This is an optimization exercise on Yosys and OpenROAD, whose aim is small area, not a production implementation.
Only simulation tests tie the RTL to the original design; equivalence was not proved.

===== flow/run.sh =====
#!/bin/bash
# synth_recipe.tcl (not shown) runs the flow's synth.tcl, then flattens the netlist and writes it again
# the make line also repeats each setting of config.mk as NAME=value (left out here)
make -C /OpenROAD-flow-scripts/flow DESIGN_CONFIG=/design/flow/config.mk WORK_HOME=/design/flow/orfs CLKGATE_MAP_FILE= SYNTH_SCRIPT=/design/flow/synth_recipe.tcl finish

===== flow/design.v =====
module dfu_unit (
    input  wire        clk,
    input  wire        rst,           
    input  wire [1:0]  mode,          
    input  wire [20:0] dec_d,         
    input  wire        sync,          
    input  wire        corr_we,
    input  wire [1:0]  corr_m,
    input  wire [15:0] corr_ofs,
    input  wire [15:0] corr_gain,
    input  wire        corr_commit,
    input  wire        in_valid,
    input  wire [11:0] in_code,
    input  wire [1:0]  in_member,
    input  wire [3:0]  in_flags,      
    output wire        o_valid,
    output wire [31:0] o_index,
    output wire [15:0] o_lo,
    output wire [15:0] o_hi,
    output wire [31:0] o_h32,
    output wire [11:0] o_p12,
    output wire [4:0]  o_flags,       
    output reg  [31:0] sat_count
);
    localparam M_SAMPLE = 2'd0, M_PEAK = 2'd1, M_ENV = 2'd2, M_HIRES = 2'd3;
    reg [15:0] sh_ofs  [0:3];
    reg [15:0] sh_gain [0:3];
    reg [15:0] ef_ofs  [0:3];
    reg [15:0] ef_gain [0:3];
    reg [3:0]  sh_def, ef_def;
    integer i;
    always @(posedge clk) begin
        for (i = 0; i < 4; i = i + 1) begin
            if (corr_we && corr_m == i[1:0]) begin
                sh_ofs[i]  <= corr_ofs;
                sh_gain[i] <= corr_gain;
            end
            if (corr_commit) begin
                if (corr_we && corr_m == i[1:0]) begin
                    ef_ofs[i]  <= corr_ofs;
                    ef_gain[i] <= corr_gain;
                end else begin
                    ef_ofs[i]  <= sh_ofs[i];
                    ef_gain[i] <= sh_gain[i];
                end
            end
        end
    end
    always @(posedge clk) begin
        if (rst) begin
            sh_def <= 4'hf;
            ef_def <= 4'hf;
        end else begin
            for (i = 0; i < 4; i = i + 1) begin
                if (corr_we && corr_m == i[1:0])
                    sh_def[i] <= 1'b0;
                if (corr_commit)
                    ef_def[i] <= sh_def[i] & ~(corr_we && corr_m == i[1:0]);
            end
        end
    end
    wire               dflt = ef_def[in_member];
    wire signed [15:0] x16  = {in_code, 4'b0000};
    wire signed [15:0] ofs  = dflt ? 16'd0 : ef_ofs[in_member];
    wire        [15:0] gain = dflt ? 16'h8000 : ef_gain[in_member];
    wire signed [16:0] y1   = x16 - ofs;
    wire signed [33:0] prod = y1 * $signed({1'b0, gain});
    wire signed [18:0] q    = prod[33:15];
    wire               up   = prod[14] & ((|prod[13:0]) | q[0]);
    wire signed [18:0] qr   = q + {18'd0, up};
    wire               clamp_hi = ~qr[18] & (|qr[17:15]);
    wire               clamp_lo =  qr[18] & ~(&qr[17:15]);
    wire        [15:0] y    = clamp_hi ? 16'h7fff : clamp_lo ? 16'h8000 : qr[15:0];
    wire               clamp = clamp_hi | clamp_lo;
    always @(posedge clk) begin
        if (rst)
            sat_count <= 32'd0;
        else
            sat_count <= sat_count + {31'd0, in_valid & clamp};
    end
    reg        start;          
    reg [19:0] cnt;            
    reg [3:0]  settle;         
    reg        fresh;          
    reg [31:0] jdx;            
    reg        done;
    reg [31:0] acc;
    reg        f_valid, f_fill, f_susp, f_ovr, f_unset;
    wire        first_in = start | sync;
    wire [20:0] cnt_n    = (first_in ? 21'd0 : {1'b0, cnt}) + 21'd1;
    wire        last_in  = (cnt_n == dec_d);
    wire        complete = in_valid & last_in;
    wire [3:0]  settle_e = sync ? 4'd0 : settle;
    wire        unset_in = (settle_e != 4'd9);
    wire [3:0] km1;
    assign km1[0] = |{dec_d[2], dec_d[4], dec_d[6], dec_d[8], dec_d[10], dec_d[12], dec_d[14], dec_d[16]};
    assign km1[1] = |{dec_d[3], dec_d[4], dec_d[7], dec_d[8], dec_d[11], dec_d[12], dec_d[15], dec_d[16]};
    assign km1[2] = |{dec_d[5], dec_d[6], dec_d[7], dec_d[8], dec_d[13], dec_d[14], dec_d[15], dec_d[16]};
    assign km1[3] = |{dec_d[9], dec_d[10], dec_d[11], dec_d[12], dec_d[13], dec_d[14], dec_d[15], dec_d[16]};
    wire [3:0]  hsh  = ~km1;
    wire signed [31:0] ysx = {{16{y[15]}}, y};
    wire [31:0] ysh  = ysx << hsh;
    wire signed [15:0] ys  = y;
    wire signed [15:0] pk  = acc[31:16];
    wire signed [15:0] mn  = acc[31:16];
    wire signed [15:0] mx  = acc[15:0];
    wire [16:0] y_mag  = ys[15] ? (17'd0 - {1'b1, ys}) : {1'b0, ys};
    wire [16:0] pk_mag = pk[15] ? (17'd0 - {1'b1, pk}) : {1'b0, pk};
    always @(posedge clk) begin
        if (rst) begin
            start  <= 1'b1;
            settle <= 4'd0;
            fresh  <= 1'b1;
            done   <= 1'b0;
        end else begin
            done <= complete;
            if (sync) begin
                start  <= 1'b1;
                settle <= 4'd0;
                fresh  <= 1'b1;
            end
            if (in_valid) begin
                start <= last_in;
                if (unset_in)
                    settle <= settle_e + 4'd1;
                if (last_in)
                    fresh <= 1'b0;
            end
        end
    end
    always @(posedge clk) begin
        if (in_valid) begin
            cnt <= cnt_n[19:0];
            if (last_in)
                jdx <= (fresh | sync) ? 32'd0 : jdx + 32'd1;
            if (first_in) begin
                acc     <= (mode == M_HIRES) ? ysh : {y, y};
                f_valid <= in_flags[0];
                f_fill  <= in_flags[1];
                f_susp  <= in_flags[2];
                f_ovr   <= in_flags[3] | clamp;
                f_unset <= unset_in;
            end else begin
                case (mode)
                    M_SAMPLE: ;
                    M_PEAK:   if (y_mag > pk_mag) acc[31:16] <= y;
                    M_ENV: begin
                        if (ys < mn) acc[31:16] <= y;
                        if (ys > mx) acc[15:0]  <= y;
                    end
                    default:  acc <= acc + ysh;
                endcase
                f_valid <= f_valid & in_flags[0];
                f_fill  <= f_fill  | in_flags[1];
                f_susp  <= f_susp  | in_flags[2];
                f_ovr   <= f_ovr   | in_flags[3] | clamp;
            end
        end
    end
    wire        hires = (mode == M_HIRES);
    wire        hup   = hires & acc[15] & (acc[16] | (|acc[14:0]));
    wire [15:0] lo    = acc[31:16] + {15'd0, hup};
    wire signed [15:0] plo  = lo;
    wire signed [11:0] pq   = plo[15:4];
    wire               pup  = plo[3] & (plo[2] | plo[1] | plo[0] | pq[0]);
    wire               psat = pup && (pq == 12'sd2047);
    wire        [11:0] p12  = psat ? 12'h7ff : pq + {11'd0, pup};
    assign o_valid = done;
    assign o_index = jdx;
    assign o_lo    = lo;
    assign o_hi    = (mode == M_ENV) ? acc[15:0] : lo;
    assign o_h32   = {acc[31:16], hires ? acc[15:0] : 16'd0};
    assign o_p12   = p12;
    assign o_flags = {f_unset, f_ovr, f_susp, f_fill, f_valid};
endmodule

===== flow/constraint.sdc =====
create_clock -name core_clock -period 14.0 [get_ports {clk}]
set_input_delay 2.8000 -clock core_clock [delete_from_list [all_inputs] [get_ports {clk}]]
set_output_delay 2.8000 -clock core_clock [all_outputs]
set_load 0.01 [all_outputs]

===== flow/config.mk =====
export PLATFORM = sky130hd
export DESIGN_NAME = dfu_unit
export DESIGN_NICKNAME = dfu_unit
export VERILOG_FILES = /design/flow/design.v
export SDC_FILE = /design/flow/constraint.sdc
export NUM_CORES = 4
export LEC_CHECK = 0
export CAP_MARGIN = 20
export CORE_MARGIN = 2
export CORE_UTILIZATION = 40
export PLACE_DENSITY = 0.6
export SLEW_MARGIN = 20

==> results.txt <==
-- state kept, by name, summed over array words and instances, names as in the netlist --
name and count:
f_fill 1, ef_def 4, sh_ofs 64, f_ovr 1, settle 4, sh_def 4, fresh 1, jdx 32
sat_count 32, f_valid 1, f_unset 1, sh_gain 64, start 1, f_susp 1, acc 32, cnt 20
ef_ofs 64, ef_gain 64, done 1
-- logic make-up after synthesis --
logic type	count (synthesis)	synth area share
buffers and inverters	586	0.0695
DFF	392	0.302
and+or+nand+nor	1051	0.148
muxes	204	0.0769
xor gates and xnor gates	210	0.0554
adders and majority gates	475	0.241
other	2	0.000226
AOI/OAI and AO/OA	539	0.108
-- metrics by stage --
stage / TNS (ns) / hold slack [ns]
2_1_floorplan: -71.39 / 0.427
3_3_place_gp: -100.78 / 0.434
3_5_place_dp: -109.69 / 0.444
4_1_cts: -45.51 / 0.460
5_1_grt: -91.71 / 0.476
6_report: -55.18 / 0.459
-- worst paths after layout --
| check | end | slack [ns] | cells after the start |
|---|---|---|---|
| max | acc[31] | -1.58 | 64 |
| min | sh_def[1] | 0.46 | 1 |
| max reg2reg | acc[31] | 0.48 | 62 |
| min reg2reg | sh_def[1] | 0.46 | 1 |
-- final cells by class --
class | count | area share
clock buffer | 59 | 0.0264
timing repair buffer | 868 | 0.168
clock inverter | 17 | 0.00570
inverter | 433 | 0.0375
tap | 1070 | 0.0306
antenna | 2 | 0.000115
multi-input combinational | 2482 | 0.503
sequential | 392 | 0.229
-- timing repair --
item / in CTS / in global routing
endpoints found under the hold margin: 0 / 0
setup buffers: 54 / 11
gates resized for setup: 123 / 35
hold buffers: 0 / 0
cloned: 1 / 0
pin swaps: 85 / 49
endpoints found under the setup margin: 60 / 66
-- placed cells by master (no fill, tap or decap), types with 13 or more instances in the layout --
master and instances:
or2_2 15, buf_6 22, mux4_2 25, nor2_1 349, nand3_1 78, ha_1 178, a211oi_1 27, xor2_1 97
xnor2_1 109, o21a_1 35, nand2_1 273, clkbuf_16 42, a21oi_1 117, ha_4 15, buf_4 607, a31oi_1 17
clkbuf_1 13, nand4_1 36, fa_1 270, o21ai_0 76, clkdlybuf4s50_1 222, mux2_2 145, nand2b_1 34, a21oi_2 21
mux2i_1 26, edfxtp_1 217, and2_1 26, o21ai_1 29, and3_1 41, a21o_1 42, nor2_2 13, nor3_1 38
o211ai_1 16, inv_1 419, nor2b_1 27, buf_12 13, a211oi_2 16, or3_1 27, nor4_1 14, dfxtp_1 175
-- per-layer routing --
layer | up-vias | GRT usage | routed length [microns]
met1 | 13573 | 0.304 | 43600
met5 | - | 0 | 0
met3 | 154 | 0.0339 | 5090
met4 | 0 | 0.0561 | 2350
li1 | 13237 | - | -
met2 | 664 | 0.390 | 46700
==> impl_results.md <==
- Status: complete, but fails checks
- Layout Check Fails: negative setup slack
- TritonCTS clock tree: built
- Slew margin rel.: 0.262
- Final ANT Viol Nets: 0
- Post-DP HPWL: 77200 microns
- Top-count cell post-synth: inv_1
- Finished Cell Area: 43700 sq um
- Cell variety after synth: 105
- DRC viols: 0
- Startpoint types: input port
- Measured slew at the worst slew-check pin: 1.10 ns
- Post-synth top cells: inv_1 (425), nor2_1 (364), nand2_1 (280)
- Reg-to-Reg Start: ef_ofs[2][4]
- Register Area: 10000 sq um
- Worst path bufs/invs: 11
- Period utilisation layout: 1.11
- Largest cells by area after synthesis: edfxtp_1 (20%), fa_1 (17%), dfxtp_1 (11%), ha_1 (7.4%), mux2_2 (5.0%)
- Arrival time at the worst endpoint: 15.89 ns
- Post-Layout Cell Count: 5323
- Hold Crit Class: register to register
- Htree depth: 2
- Vias/cell: 5.19
- Num rows: 105
- Share of layout cells above drive strength 1: 0.257
- Worst slack at placement: -2.58 ns
- Final hold vios: 0
- MaxCap Viol Count: 0
- Worst-path maximum fanout: 7
- GRT Overall Usage: 0.229
- FMAX: 64.2 MHz
- DP Area: 41100 sq um
- Multi-input gate area: 22000 sq um
- Synth top area share: 0.196
- Gr ovfl total: 0
- Slowest-stage cell, CP: or4_4
- Die area: 85400 sq um
- Final setup violation count: 60
- Largest net degree at the start of global routing: 74
- Synth Warn #: 5
- Global-route wire length before repair: 155000 microns
- Via Count: 27628
- Most frequent CP cell: fa_1
- Seq cells post-synth: 392
- Nets: 4771
- Final Wtd Congestion: 0.921
- Vias in the first global route: 28217
- Layout fillers: 7393
- Clock buffer count from CTS: 42
- Minimum clock period: 15.58 ns
- Root Buffer Master: clkbuf_16
- RSZ-0062 raised after global routing: true
- Iter 0 DRT Violations: 1677
- Core area: 82100 sq um
- Drt total wl: 97700 microns
- Clock slew at reported path FFs: 0.06 ns
- Final setup margin: -1.58 ns
- Crit. End Element: register
- CP required: 14.31 ns
- Die X: 292 microns
- Post-synth EDFFs: 217
- Cell count after placement: 5180
- Area leader, netlist: edfxtp_1
- I/O Buffers: 226
- CTS Buffer Depth: 3
- Critical path launch point: in_member[0]
- Clock sink count: 392
- Synth Flop Type: edfxtp_1
- Antenna violations before repair: 2
- Routed wirelength normalized by instance count: 18.4 microns
- Syn avg cell area: 9.60 sq um
- Die Ht: 292 microns
- CP top delay family: compound AO/OA/AOI/OAI gates
- Clock latency on the worst-skew pair: 0.61 ns
- Worst Min Path Start: sh_def[1]
- Layout Utilization: 0.532
- Post-synthesis sequential area ratio: 0.302
- Skew final: 0.0591 ns
- Slew Limit Fails: 0
- Layout area overhead: 31.6%
- Initial core utilization: 0.405
- Slowest cell delay on critical path: 0.57 ns
- Syn Inst Count: 3459
- Pre-antenna DRT Iters: 5
- Post-synth ARST share: 0
- Syn Nets: 4011
- CP Class: input port to register
- Post-Syn Area: 33200 sq um
- I/O pin cnt: 227

## afterwards: timing with drivers on the ports
The flow's constraints put no driver on any port. The routed layout listed below was extracted and timed again, unchanged, in two steps.
Step 1, drivers: a clkbuf_16 drives clk and a buf_2 each remaining input, both assumed.
Step 2 also shifts input and output timing later by t, the mid clock arrival at the registers, as if the neighbouring blocks saw the same clock.
Slacks: ideal / step 1 / step 2; pairs: ideal / step 1.
t, ns: 0.649
setup slack, ns: -1.576 / -1.572 / -2.220
worst hold slack (ns): 0.459 / 0.459 / 0.459
latest minus earliest clock arrival (ns): 0.059 / 0.059
slew at the worst register clock pin (ns): 0.07 / 0.07
The setup slack of this run moves by +0.004 ns with the drivers and by -0.644 ns with both steps.
